Source: an optimization exercise on an open RTL-to-GDS flow (aim: small area and a short achievable clock period). Production flows keep margins and buffers that such runs may drop. No functional check of the RTL was part of this run.

`design/flow/config.mk`:
```
export PLATFORM = sky130hd
export DESIGN_NAME = sb64_xunit
export DESIGN_NICKNAME = sb64_xunit
export VERILOG_FILES = /design/flow/design.v
export SDC_FILE = /design/flow/constraint.sdc
export NUM_CORES = 4
export LEC_CHECK = 0
export CAP_MARGIN = 20
export CORE_MARGIN = 2
export CORE_UTILIZATION = 30
export PLACE_DENSITY = 0.45
export SETUP_SLACK_MARGIN = 3
export SLEW_MARGIN = 20
```
`design/flow/constraint.sdc`:
```
create_clock -name core_clock -period 40.0 [get_ports {clk}]
set_input_delay 8.0000 -clock core_clock [delete_from_list [all_inputs] [get_ports {clk}]]
set_output_delay 8.0000 -clock core_clock [all_outputs]
set_load 0.01 [all_outputs]
```
`design/flow/design.v`:
```
module sb64_aux (
    input  wire        clk,
    input  wire        rst,
    input  wire        in_valid,
    input  wire [4:0]  op,
    input  wire [31:0] a,
    input  wire [31:0] b,
    input  wire [31:0] c,
    input  wire [31:0] d,
    input  wire [23:0] opnd,
    input  wire        wr_en,
    input  wire [1:0]  wr_sel,
    input  wire [31:0] wr_data,
    output reg         res1_valid,
    output wire [31:0] res1_data,
    output reg         res2_valid,
    output reg  [31:0] res2_data
);
    reg  [2:0]  crcsel;
    reg  [31:0] crcpoly_r;          
    always @(posedge clk) begin
        if (rst) begin
            crcsel    <= 3'd0;
            crcpoly_r <= 32'd0;
        end else if (wr_en) begin
            if (wr_sel == 2'd2) crcsel <= wr_data[2:0];
            if (wr_sel == 2'd3) crcpoly_r <= rev32(wr_data);
        end
    end
    wire msbf = crcsel[2];
    wire w16  = (crcsel[1:0] == 2'd2);
    reg  [31:0] rp;
    always @(*) begin
        case (crcsel[1:0])
            2'd0:    rp = 32'h82F63B78;
            2'd1:    rp = 32'hEDB88320;
            2'd2:    rp = 32'h00008408;
            default: rp = crcpoly_r;
        endcase
    end
    function [31:0] rev32(input [31:0] x);
        integer i;
        begin
            for (i = 0; i < 32; i = i + 1) rev32[i] = x[31-i];
        end
    endfunction
    function [7:0] inv8(input [31:0] r);       
        integer k, m;
        begin
            inv8 = 8'd1;
            for (k = 1; k < 8; k = k + 1)
                for (m = 1; m <= k; m = m + 1)
                    inv8[k] = inv8[k] ^ (r[m-1] & inv8[k-m]);
        end
    endfunction
    function [7:0] tbits(input [7:0] u, input [7:0] e);    
        integer k, j;
        begin
            tbits = 8'd0;
            for (k = 0; k < 8; k = k + 1)
                for (j = 0; j <= k; j = j + 1)
                    tbits[k] = tbits[k] ^ (u[k-j] & e[j]);
        end
    endfunction
    function [31:0] fold(input [7:0] t, input [31:0] r);   
        integer j;
        begin
            fold = 32'd0;
            for (j = 0; j < 8; j = j + 1)
                fold = fold ^ ({32{t[j]}} & (r >> (7 - j)));
        end
    endfunction
    function [31:0] crc8(input [31:0] s, input [7:0] u, input [31:0] r);
        begin
            crc8 = (s >> 8) ^ fold(tbits(u, s[7:0]), r);
        end
    endfunction
    function [31:0] reflw(input [31:0] x, input is16);
        integer i;
        begin
            for (i = 0; i < 32; i = i + 1) reflw[i] = x[31-i];
            if (is16) begin
                reflw[31:16] = 16'd0;
                for (i = 0; i < 16; i = i + 1) reflw[i] = x[15-i];
            end
        end
    endfunction
    wire [7:0] u = inv8(rp);
    wire o_crcb = (op == 5'd0), o_crch = (op == 5'd1), o_crcw = (op == 5'd2);
    wire o_par  = (op == 5'd3), o_brev = (op == 5'd4), o_ckd  = (op == 5'd5);
    wire o_extu = (op == 5'd6), o_exts = (op == 5'd7), o_ins  = (op == 5'd8);
    wire o_clz  = (op == 5'd9), o_bperm = (op == 5'd10);
    wire o_crc  = o_crcb | o_crch | o_crcw;
    wire [1:0] rmode = o_brev ? opnd[1:0] : (msbf ? (w16 ? 2'd1 : 2'd2) : 2'd3);
    reg  [31:0] rv;
    integer k;
    always @(*) begin
        case (rmode)
            2'd0: for (k = 0; k < 32; k = k + 1) rv[k] = a[(k & ~7) + 7 - (k & 7)];
            2'd1: for (k = 0; k < 32; k = k + 1) rv[k] = a[(k & ~15) + 15 - (k & 15)];
            2'd2: for (k = 0; k < 32; k = k + 1) rv[k] = a[31 - k];
            default: rv = a;
        endcase
    end
    reg [31:0] bref;
    always @(*) begin
        for (k = 0; k < 32; k = k + 1)
            bref[k] = msbf ? b[(k & ~7) + 7 - (k & 7)] : b[k];
    end
    wire [31:0] dmask = o_crcw ? 32'hFFFFFFFF : (o_crch ? 32'h0000FFFF : 32'h000000FF);
    wire [31:0] cin   = rv & (w16 ? 32'h0000FFFF : 32'hFFFFFFFF);
    wire [31:0] z     = cin ^ (bref & dmask);
    wire [7:0]  t0    = tbits(u, z[7:0]);
    reg [31:0] ckd;
    reg [4:0]  dig, sum;
    always @(*) begin
        sum = 5'd0;
        if (b >= 32'h30 && b <= 32'h39) dig = b[4:0] - 5'h10;
        else if (b <= 32'd9)            dig = b[4:0];
        else                            dig = 5'd10;
        if (a > 32'd9 || dig == 5'd10) begin
            ckd = 32'hFFFFFFFF;
        end else begin
            if (opnd[0]) begin
                dig = dig * 2;
                if (dig > 9) dig = dig - 9;
            end
            sum = {1'b0, a[3:0]} + dig;
            ckd = (sum >= 5'd10) ? {27'd0, sum - 5'd10} : {27'd0, sum};
        end
    end
    function [31:0] th(input [6:0] n);         
        integer i;
        begin
            for (i = 0; i < 32; i = i + 1) th[i] = (i < n);
        end
    endfunction
    wire [31:0] fpos  = o_ins ? c : b;
    wire [31:0] fwid  = o_ins ? d : c;
    wire        wbig  = (|fwid[31:6]) | (fwid[5] & (|fwid[4:0]));
    wire [5:0]  fw    = wbig ? 6'd32 : fwid[5:0];
    wire        fnil  = (fwid == 32'd0) | (|fpos[31:5]);
    wire [4:0]  p5    = fpos[4:0];
    wire [6:0]  fs    = {2'b00, p5} + {1'b0, fw};
    wire [31:0] th_s  = th(fs);
    wire [31:0] th_p  = th({2'b00, p5});
    wire [31:0] th_w  = th({1'b0, fw});
    wire [31:0] fmask = th_s & ~th_p;                         
    wire [31:0] emask = th_w & rev32(~th_p);                  
    wire [31:0] stop  = th_s & ~{(fs > 7'd32), th_s[31:1]};   
    wire        esgn  = |(a & stop);
    wire [31:0] r_in  = o_ins ? {b[0], b[31:1]} : a;
    wire [4:0]  r_amt = o_ins ? ~p5 : p5;
    wire [63:0] rr    = {r_in, r_in} >> r_amt;
    wire [31:0] rot   = rr[31:0];
    wire [31:0] extu  = fnil ? 32'd0 : (rot & emask);
    wire [31:0] exts  = fnil ? 32'd0 : ((rot & emask) | ({32{esgn}} & ~th_w));
    wire [31:0] ins   = fnil ? a : ((a & ~fmask) | (rot & fmask));
    reg [5:0] clz;
    integer j;
    always @(*) begin
        clz = 6'd32;
        for (j = 0; j < 32; j = j + 1)
            if (a[j]) clz = 6'd31 - j[5:0];
    end
    reg [31:0] bperm;
    reg [3:0]  s;
    integer n;
    always @(*) begin
        for (n = 0; n < 4; n = n + 1) begin
            s = opnd[4*n +: 4];
            if (s < 4'd4)      bperm[8*n +: 8] = a[8*s[1:0] +: 8];
            else if (s < 4'd8) bperm[8*n +: 8] = {8{a[8*s[1:0] + 7]}};
            else               bperm[8*n +: 8] = 8'h00;
        end
    end
    wire [31:0] y1 = ({32{o_crc}}   & {8'd0, z[31:8]})
                   | ({32{o_par}}   & {31'd0, ^a})
                   | ({32{o_brev}}  & rv)
                   | ({32{o_ckd}}   & ckd)
                   | ({32{o_extu}}  & extu)
                   | ({32{o_exts}}  & exts)
                   | ({32{o_ins}}   & ins)
                   | ({32{o_clz}}   & {26'd0, clz})
                   | ({32{o_bperm}} & bperm);
    reg  [31:0] s1_y;
    reg  [7:0]  s1_t;
    reg         s1_refl, s1_w16, s1_h, s2_v;
    reg  [31:0] rp_d1;
    reg  [7:0]  u_d1;
    reg         msbf_d1, w16_d1;
    always @(posedge clk) begin
        s1_y    <= y1;
        s1_t    <= o_crc ? t0 : 8'd0;
        s1_refl <= o_crcb & msbf;
        s1_w16  <= w16;
        s1_h    <= o_crch;
        rp_d1   <= rp;
        u_d1    <= u;
        msbf_d1 <= msbf;
        w16_d1  <= w16;
        if (rst) begin
            res1_valid <= 1'b0;
            s2_v       <= 1'b0;
            res2_valid <= 1'b0;
        end else begin
            res1_valid <= in_valid & (op <= 5'd10) & ~o_crch & ~o_crcw;
            s2_v       <= in_valid & (o_crch | o_crcw);
            res2_valid <= s2_v;
        end
    end
    wire [31:0] c1 = s1_y ^ fold(s1_t, rp_d1);
    assign res1_data = s1_refl ? reflw(c1, s1_w16) : c1;
    wire [31:0] c2 = crc8(c1, u_d1, rp_d1);
    wire [31:0] c3 = crc8(c2, u_d1, rp_d1);
    wire [31:0] c4 = crc8(c3, u_d1, rp_d1);
    wire [31:0] cf = s1_h ? c2 : c4;
    always @(posedge clk)
        res2_data <= msbf_d1 ? reflw(cf, w16_d1) : cf;
endmodule
module sb64_mul (
    input  wire        clk,
    input  wire        rst,
    input  wire        start,       
    input  wire        is_signed,   
    input  wire        is_mulv,
    input  wire [31:0] a,
    input  wire [31:0] b,
    input  wire        wr_lo,       
    input  wire        wr_hi,       
    input  wire [31:0] wr_data,
    output reg  [32:0] s1_a,        
    output reg  [32:0] s1_b,
    output reg  [31:0] mlo,
    output reg  [31:0] mhi,
    output reg         mulv_ovf     
);
    reg        s1_v, s1_mulv, s2_v, s2_mulv, s3_v, s3_mulv;
    reg [32:0] s2_a, s2_b, s3_a, s3_b;
    always @(posedge clk) begin
        s1_a <= {is_signed & a[31], a};
        s1_b <= {is_signed & b[31], b};
        s2_a <= s1_a;
        s2_b <= s1_b;
        s3_a <= s2_a;
        s3_b <= s2_b;
        if (rst) begin
            s1_v <= 1'b0; s2_v <= 1'b0; s3_v <= 1'b0;
            s1_mulv <= 1'b0; s2_mulv <= 1'b0; s3_mulv <= 1'b0;
        end else begin
            s1_v <= start;
            s1_mulv <= start & is_mulv;
            s2_v <= s1_v;
            s2_mulv <= s1_mulv;
            s3_v <= s2_v;
            s3_mulv <= s2_mulv;
        end
    end
    wire [34:0] a35 = {s3_a[32], s3_a[32], s3_a};
    wire [34:0] bx  = {s3_b[32], s3_b, 1'b0};
    wire [63:0] row [0:16];
    wire [16:0] negs;
    genvar i;
    generate
        for (i = 0; i < 17; i = i + 1) begin : g_pp
            wire [2:0]  tr   = bx[2*i+2:2*i];
            wire        neg  = tr[2];
            wire        one  = tr[1] ^ tr[0];
            wire        two  = (tr == 3'b100) | (tr == 3'b011);
            wire [34:0] mag  = ({35{one}} & a35) | ({35{two}} & {a35[33:0], 1'b0});
            wire [34:0] pp   = mag ^ {35{neg}};
            wire [34:0] rw   = {~pp[34], pp[33:0]};
            assign negs[i] = neg;
            if (2*i + 35 <= 64) begin : g_full
                if (i == 0) begin : g0
                    assign row[i] = {29'd0, rw};
                end else begin : gn
                    assign row[i] = {{(64-2*i-35){1'b0}}, rw, {(2*i){1'b0}}};
                end
            end else begin : g_cut
                assign row[i] = {rw[63-2*i:0], {(2*i){1'b0}}};
            end
        end
    endgenerate
    wire [63:0] negv;
    generate
        for (i = 0; i < 32; i = i + 1) begin : g_neg
            if (i < 17) begin : g_n
                assign negv[2*i] = negs[i];
            end else begin : g_z
                assign negv[2*i] = 1'b0;
            end
            assign negv[2*i+1] = 1'b0;
        end
    endgenerate
    wire [63:0] p = row[0] + row[1] + row[2] + row[3] + row[4] + row[5] + row[6] + row[7]
                  + row[8] + row[9] + row[10] + row[11] + row[12] + row[13] + row[14]
                  + row[15] + row[16] + negv + 64'hAAAAAAAC00000000;
    always @(posedge clk) begin
        if (rst) begin
            mlo <= 32'd0; mhi <= 32'd0; mulv_ovf <= 1'b0;
        end else begin
            if (s3_v) begin
                mlo <= p[31:0];
                mhi <= p[63:32];
            end else begin
                if (wr_lo) mlo <= wr_data;
                if (wr_hi) mhi <= wr_data;
            end
            mulv_ovf <= s3_mulv & ~((&p[63:31]) | ~(|p[63:31]));
        end
    end
endmodule
module sb64_div (
    input  wire        clk,
    input  wire        rst,
    input  wire        start,       
    input  wire [1:0]  kind,        
    input  wire [31:0] a1,          
    input  wire [31:0] b1,
    output reg         busy,        
    output reg         valid,       
    output wire [31:0] result,
    output reg         dz,          
    output reg         ovf          
);
    reg        st1, st2, loop, fin;
    reg [1:0]  k;
    reg        sa, sq;              
    reg [31:0] Q, R, B;
    reg [5:0]  p, g4;
    wire sgn   = ~k[0];
    wire a_neg = sgn & a1[31];
    wire b_neg = sgn & b1[31];
    wire [31:0] n_in  = st1 ? a1 : (k[1] ? R : Q);
    wire        n_en  = st1 ? a_neg : (k[1] ? sa : sq);
    wire [31:0] n_out = (n_in ^ {32{n_en}}) + {31'd0, n_en};
    wire [31:0] rs    = {R[30:0], Q[31]};
    wire [31:0] s_x   = st1 ? 32'd0 : (st2 ? Q : rs);
    wire [31:0] s_y   = st1 ? b1 : B;
    wire [32:0] s_d   = {1'b0, s_x} - {1'b0, s_y};
    wire        s_ge  = ~s_d[32];
    function [4:0] log2f(input [31:0] x);    
        integer i;
        begin
            log2f = 5'd0;
            for (i = 0; i < 32; i = i + 1)
                if (x[i]) log2f = i[4:0];
        end
    endfunction
    wire [4:0] la = log2f(Q);
    wire [4:0] lb = log2f(B);
    wire [5:0] q  = ((|B) && s_ge) ? ({1'b0, la} - {1'b0, lb} + 6'd1) : 6'd0;
    wire [5:0] q3 = q + 6'd3;
    wire skip = (p > g4);
    wire last = skip ? (p == 6'd4) : (p == 6'd1);
    assign result = B;
    always @(posedge clk) begin
        if (rst) begin
            busy <= 1'b0; valid <= 1'b0;
            st1 <= 1'b0; st2 <= 1'b0; loop <= 1'b0; fin <= 1'b0;
        end else begin
            st1   <= start & ~busy;
            st2   <= st1;
            loop  <= st2 | (loop & ~last);
            fin   <= loop & last;
            valid <= fin;
            if (start & ~busy) busy <= 1'b1;
            else if (valid)    busy <= 1'b0;
        end
        if (start & ~busy) k <= kind;
        if (st1) begin
            B   <= b_neg ? s_d[31:0] : b1;
            Q   <= n_out;
            R   <= 32'd0;
            sa  <= a_neg;
            sq  <= a_neg ^ b_neg;
            dz  <= (b1 == 32'd0);
            ovf <= (k == 2'd0) && (a1 == 32'h80000000) && (b1 == 32'hFFFFFFFF);
        end
        if (st2) begin
            g4 <= {q3[5:2], 2'b00};
            p  <= 6'd32;
        end
        if (loop) begin
            if (skip) begin
                R <= {R[27:0], Q[31:28]};
                Q <= {Q[27:0], 4'd0};
                p <= p - 6'd4;
            end else begin
                R <= s_ge ? s_d[31:0] : rs;
                Q <= {Q[30:0], s_ge};
                p <= p - 6'd1;
            end
        end
        if (fin)
            B <= (~k[1] & dz) ? 32'hFFFFFFFF : n_out;
    end
endmodule
module sb64_xunit (
    input  wire        clk,
    input  wire        rst,         
    input  wire        in_valid,
    input  wire [4:0]  in_op,
    input  wire [31:0] in_a,
    input  wire [31:0] in_b,
    input  wire [31:0] in_c,
    input  wire [31:0] in_d,
    input  wire [23:0] in_opnd,
    input  wire        wr_en,
    input  wire [1:0]  wr_sel,      
    input  wire [31:0] wr_data,
    output wire        res1_valid,
    output wire [31:0] res1_data,
    output wire        res2_valid,
    output wire [31:0] res2_data,
    output wire [31:0] mlo,
    output wire [31:0] mhi,
    output wire        mulv_ovf,
    output wire        div_busy,
    output wire        div_valid,
    output wire [31:0] div_res,
    output wire        div_dz,
    output wire        div_ovf
);
    localparam OP_MUL = 5'd11, OP_MULU = 5'd12, OP_MULV = 5'd13,
               OP_DIV = 5'd14, OP_REMU = 5'd17;
    sb64_aux u_aux (
        .clk(clk), .rst(rst), .in_valid(in_valid), .op(in_op),
        .a(in_a), .b(in_b), .c(in_c), .d(in_d), .opnd(in_opnd),
        .wr_en(wr_en), .wr_sel(wr_sel), .wr_data(wr_data),
        .res1_valid(res1_valid), .res1_data(res1_data),
        .res2_valid(res2_valid), .res2_data(res2_data)
    );
    wire        is_mul = in_valid && (in_op >= OP_MUL) && (in_op <= OP_MULV);
    wire [32:0] s1_a, s1_b;
    sb64_mul u_mul (
        .clk(clk), .rst(rst), .start(is_mul),
        .is_signed(in_op != OP_MULU), .is_mulv(in_op == OP_MULV),
        .a(in_a), .b(in_b),
        .wr_lo(wr_en && wr_sel == 2'd0), .wr_hi(wr_en && wr_sel == 2'd1), .wr_data(wr_data),
        .s1_a(s1_a), .s1_b(s1_b),
        .mlo(mlo), .mhi(mhi), .mulv_ovf(mulv_ovf)
    );
    wire is_div = in_valid && (in_op >= OP_DIV) && (in_op <= OP_REMU);
    wire [4:0] div_kind = in_op - OP_DIV;
    sb64_div u_div (
        .clk(clk), .rst(rst), .start(is_div), .kind(div_kind[1:0]),
        .a1(s1_a[31:0]), .b1(s1_b[31:0]),
        .busy(div_busy), .valid(div_valid), .result(div_res), .dz(div_dz), .ovf(div_ovf)
    );
endmodule
```
`design/flow/run.sh`:
```
#!/bin/bash
# synth_recipe.tcl (not shown) runs the flow's synth.tcl, then flattens the netlist and writes it again
# the make line also repeats each setting of config.mk as NAME=value (left out here)
make -C /OpenROAD-flow-scripts/flow DESIGN_CONFIG=/design/flow/config.mk WORK_HOME=/design/flow/orfs CLKGATE_MAP_FILE= SYNTH_SCRIPT=/design/flow/synth_recipe.tcl finish
```
==> notes.md <==
number of global-route vias before repair between 60000 and 70000; Die Span X 503 microns; Relative slew margins 0.185; CTS Buf Count 70; clock input transition at the sequential cells of the worst setup and hold paths around 0.06 ns; post-layout minimum cycle time between 15 and 20 ns; netlist area before placement around 75000 sq um; dominant cell type by area after synthesis sky130_fd_sc_hd__xnor2_1; residual DRC count 0; kind of critical path input port to flop; Port Buffer Count 353; Worst Hold Slack 0.323 ns; worst-path maximum fanout 65; Synth Area per Inst 7.99 sq um; Placed Instance Area 81500 sq um; Synth Instances around 9400; Sequential cell area 11900 sq um; clk_skew 0.0617 ns; number of resized instances in the post-cts repair step 0; transition time of the tightest slew-check pin 1.22 ns; num rows 183; fin nets 10300; average routed wire per standard cell between 20 and 30 microns; initial core utilization 0.301; data arrival time at the worst-slack endpoint ~16 ns; number of library cell types mapped by synthesis 89; result of the run complete, no violations; nature of the critical path endpoint flop; clock tree from TritonCTS yes; number of warnings printed during yosys synthesis 3; number of buffers between clock root and the deepest sink 3; Chip Height 503 microns; final max-slew violation count 0; GRT Overall Usage 0.276; DRT Pass-1 Iters 7; root buf cell sky130_fd_sc_hd__clkbuf_16; MaxCap Viol Count 0; CP startpoint kind input port; fraction of layout instances using a drive strength above 1 0.0626; Detail Route Antenna Nets 0; async set-reset flop share out of synthesis 0; top post-synthesis cells by area sky130_fd_sc_hd__xnor2_1 (15%), sky130_fd_sc_hd__fa_1 (12%), sky130_fd_sc_hd__dfxtp_1 (11%), sky130_fd_sc_hd__nand2_1 (7.4%), sky130_fd_sc_hd__ha_1 (6.1%); total core area approximately 250000 sq um; area of all placed cells without fillers 84000 sq um; sinks on the clock net roughly 540; final setup violation count 0; unrepaired setup endpoints after global routing false; clock latency reported for the late side of the worst-skew pair 0.71 ns; Total Die Area approximately 250000 sq um; Detailed Place HPWL 252000 microns; H-tree depth 3; maximum clock frequency 0.0647 GHz; number of violations reported at the end of detailed-routing iteration 0 a little under 7000; Post-Syn Nets 10400; number of enable flip-flop cells after synthesis roughly 110; Fill cells approximately 26000; cts-stage hold buffer count 0; number of antenna violations at the first check in global routing 19; area used by multi-input combinational logic 57800 sq um; required time worst endpoint 40.54 ns; accumulated negative setup slack 0 ns; growth of design area from synthesis to finish 12.3%; setup fix buffers added after clock tree synthesis 0; pin count of the biggest net entering global routing 82; top-area cell type share of the netlist area 0.151; number of top-level pins 362; Vias between 60000 and 70000; global-route wire length before repair around 500000 microns; post-route fraction of the period consumed by the critical path 0.386; min-delay worst type flop to flop; most frequently used flop master after synthesis sky130_fd_sc_hd__dfxtp_1; post-detailed-routing wire length 358000 microns; Yosys reg bits 539; Final Hold Fails 0; overflow left after global routing 0; number of vias per cell 5.53; GP Congestion 0.954; portion of the post-synthesis area used by sequential elements 0.159
==> cells by family (layout without fill, tap and decap cells) <==
logic type,count (synthesis),count (layout),synth area share
buffers and inverters,1373,1306,0.0709
AO/OA/AOI/OAI,1705,1705,0.150
AND/OR/NAND/NOR,2831,2831,0.161
flip-flops,539,539,0.159
other,0,8,0
XOR/XNOR,1686,1686,0.214
adder cells (fa/ha/maj),821,821,0.183
multiplexers,411,411,0.0615
==> path summary, 6_finish.rpt <==
| path | to | depth (start not counted) | from | slack, ns |
|---|---|---|---|---|
| worst min-delay path | u_mul.s3_b[0]$_DFF_P_ | 0 | u_mul.s2_b[0]$_DFF_P_ | 0.32 |
| worst max-delay path | u_aux.s1_y[2]$_DFF_P_ | 24 | in_op[0] | 24.55 |
| worst min register to register | u_mul.s3_b[0]$_DFF_P_ | 0 | u_mul.s2_b[0]$_DFF_P_ | 0.32 |
| worst max register to register | u_mul.mulv_ovf$_SDFF_PP0_ | 52 | u_mul.s3_b[1]$_DFF_P_ | 24.61 |
==> per-stage QoR <==
step / utilization / cells / setup slack, ns
floorplan: - / 9366 / 26.55
global placement: 0.328 / 12500 / 24.16
detailed placement: 0.328 / 12500 / 24.11
CTS: 0.338 / 12600 / 24.45
global route: 0.338 / 12600 / 23.50
finish: 0.338 / 12600 / 24.55
==> synthesized netlist by cell type, drive strengths merged (80+ instances only) <==
cell / count
o211ai: 80
edfxtp: 112
a22oi: 486
dfxtp: 427
xnor2: 1303
a21oi: 410
o21ai: 260
mux2i: 323
inv: 555
ha: 366
nand3: 186
a211oi: 102
buf: 155
nor3: 148
nor2: 660
xor2: 300
fa: 454
nand2: 1487
clkbuf: 654
==> layout make-up <==
| type | count | share of cell area |
|---|---|---|
| Multi-Input combinational cell | 7454 | 0.688 |
| Inverter | 564 | 0.0252 |
| Clock inverter | 39 | 0.00591 |
| Timing Repair Buffer | 612 | 0.0652 |
| Sequential cell | 539 | 0.142 |
| Antenna cell | 8 | 0.000238 |
| Clock buffer | 91 | 0.0239 |
| Tap cell | 3330 | 0.0496 |
==> registers in the layout, indices dropped and copies added (netlist names), 33 cells and up <==
name / flops
u_mul.s1_a: 33
u_mul.s1_b: 33
u_mul.s3_a: 33
u_mul.s2_b: 33
u_mul.s3_b: 33
u_mul.s2_a: 33
==> cell usage in the layout, fill, tap and decap left out, drive strengths merged, types with 300 or more instances in the layout <==
| cell | netlist | layout |
|---|---|---|
| nand2 | 1487 | 1487 |
| xnor2 | 1303 | 1303 |
| nor2 | 660 | 660 |
| inv | 555 | 565 |
| a22oi | 486 | 486 |
| fa | 454 | 454 |
| dfxtp | 427 | 427 |
| a21oi | 410 | 410 |
| ha | 366 | 366 |
| clkdlybuf4s50 | 0 | 352 |
| mux2i | 323 | 323 |
| xor2 | 300 | 300 |
==> metal layers <==
| metal | wire length (microns) | up-vias | share of wire | GRT usage |
|---|---|---|---|---|
| met2 | 159000 | 3384 | 0.44 | 0.432 |
| met5 | 87 | - | 0.00024 | 0 |
| met1 | 145000 | 34600 | 0.41 | 0.350 |
| met4 | 25600 | 14 | 0.071 | 0.171 |
| met3 | 28400 | 775 | 0.079 | 0.0535 |
| li1 | - | 31100 | - | - |
==> worst max-delay path, stage by stage <==
cell and delay, ns:
sky130_fd_sc_hd__clkdlybuf4s50_1 0.40, sky130_fd_sc_hd__buf_4 0.23, sky130_fd_sc_hd__nor2_1 0.58, sky130_fd_sc_hd__nand3_2 0.12
sky130_fd_sc_hd__buf_4 0.39, sky130_fd_sc_hd__a21oi_1 0.63, sky130_fd_sc_hd__clkinv_1 0.46, sky130_fd_sc_hd__ha_1 0.34
sky130_fd_sc_hd__fa_1 0.44, sky130_fd_sc_hd__a21o_1 0.20, sky130_fd_sc_hd__a21oi_1 0.21, sky130_fd_sc_hd__nor2b_1 0.08
sky130_fd_sc_hd__nor3_1 0.17, sky130_fd_sc_hd__a21oi_1 0.09, sky130_fd_sc_hd__or3_1 0.50, sky130_fd_sc_hd__nor2_1 0.73
sky130_fd_sc_hd__a22oi_1 0.16, sky130_fd_sc_hd__nor2_1 0.14, sky130_fd_sc_hd__a31oi_1 0.05, sky130_fd_sc_hd__o2111ai_1 0.20
sky130_fd_sc_hd__buf_4 0.28, sky130_fd_sc_hd__and2_1 0.76, sky130_fd_sc_hd__a21oi_1 0.39, sky130_fd_sc_hd__o2111ai_1 0.34

re-timing with driven ports:
No port has a modelled driver above. Below, the same layout with a new extraction and two added sets of constraints. Step 1 (the two cells are an assumption about what drives the block):
set clk [get_ports {clk}]
set_driving_cell -lib_cell sky130_fd_sc_hd__clkbuf_16 $clk
set_driving_cell -lib_cell sky130_fd_sc_hd__buf_2 [delete_from_list [all_inputs] $clk]
Step 2 adds t to the input delays and takes it off the output delays; t is the mean of the earliest and latest rising clock arrival at the registers after step 1. Input paths then give back, and output paths get back, about the clock's delay inside the block. a / b / c = no drivers / after step 1 / after step 2; a / b = the first two.
shift t [ns]: 0.794
slack for setup (ns): 24.550 / 24.609 / 23.831
clock arrival spread, ns: 0.092 / 0.092
slew at the worst register clock pin (ns): 0.07 / 0.07
After both steps setup and hold are still met in this run. The setup slack of this run moves by +0.059 ns with the drivers and by -0.719 ns with both steps.
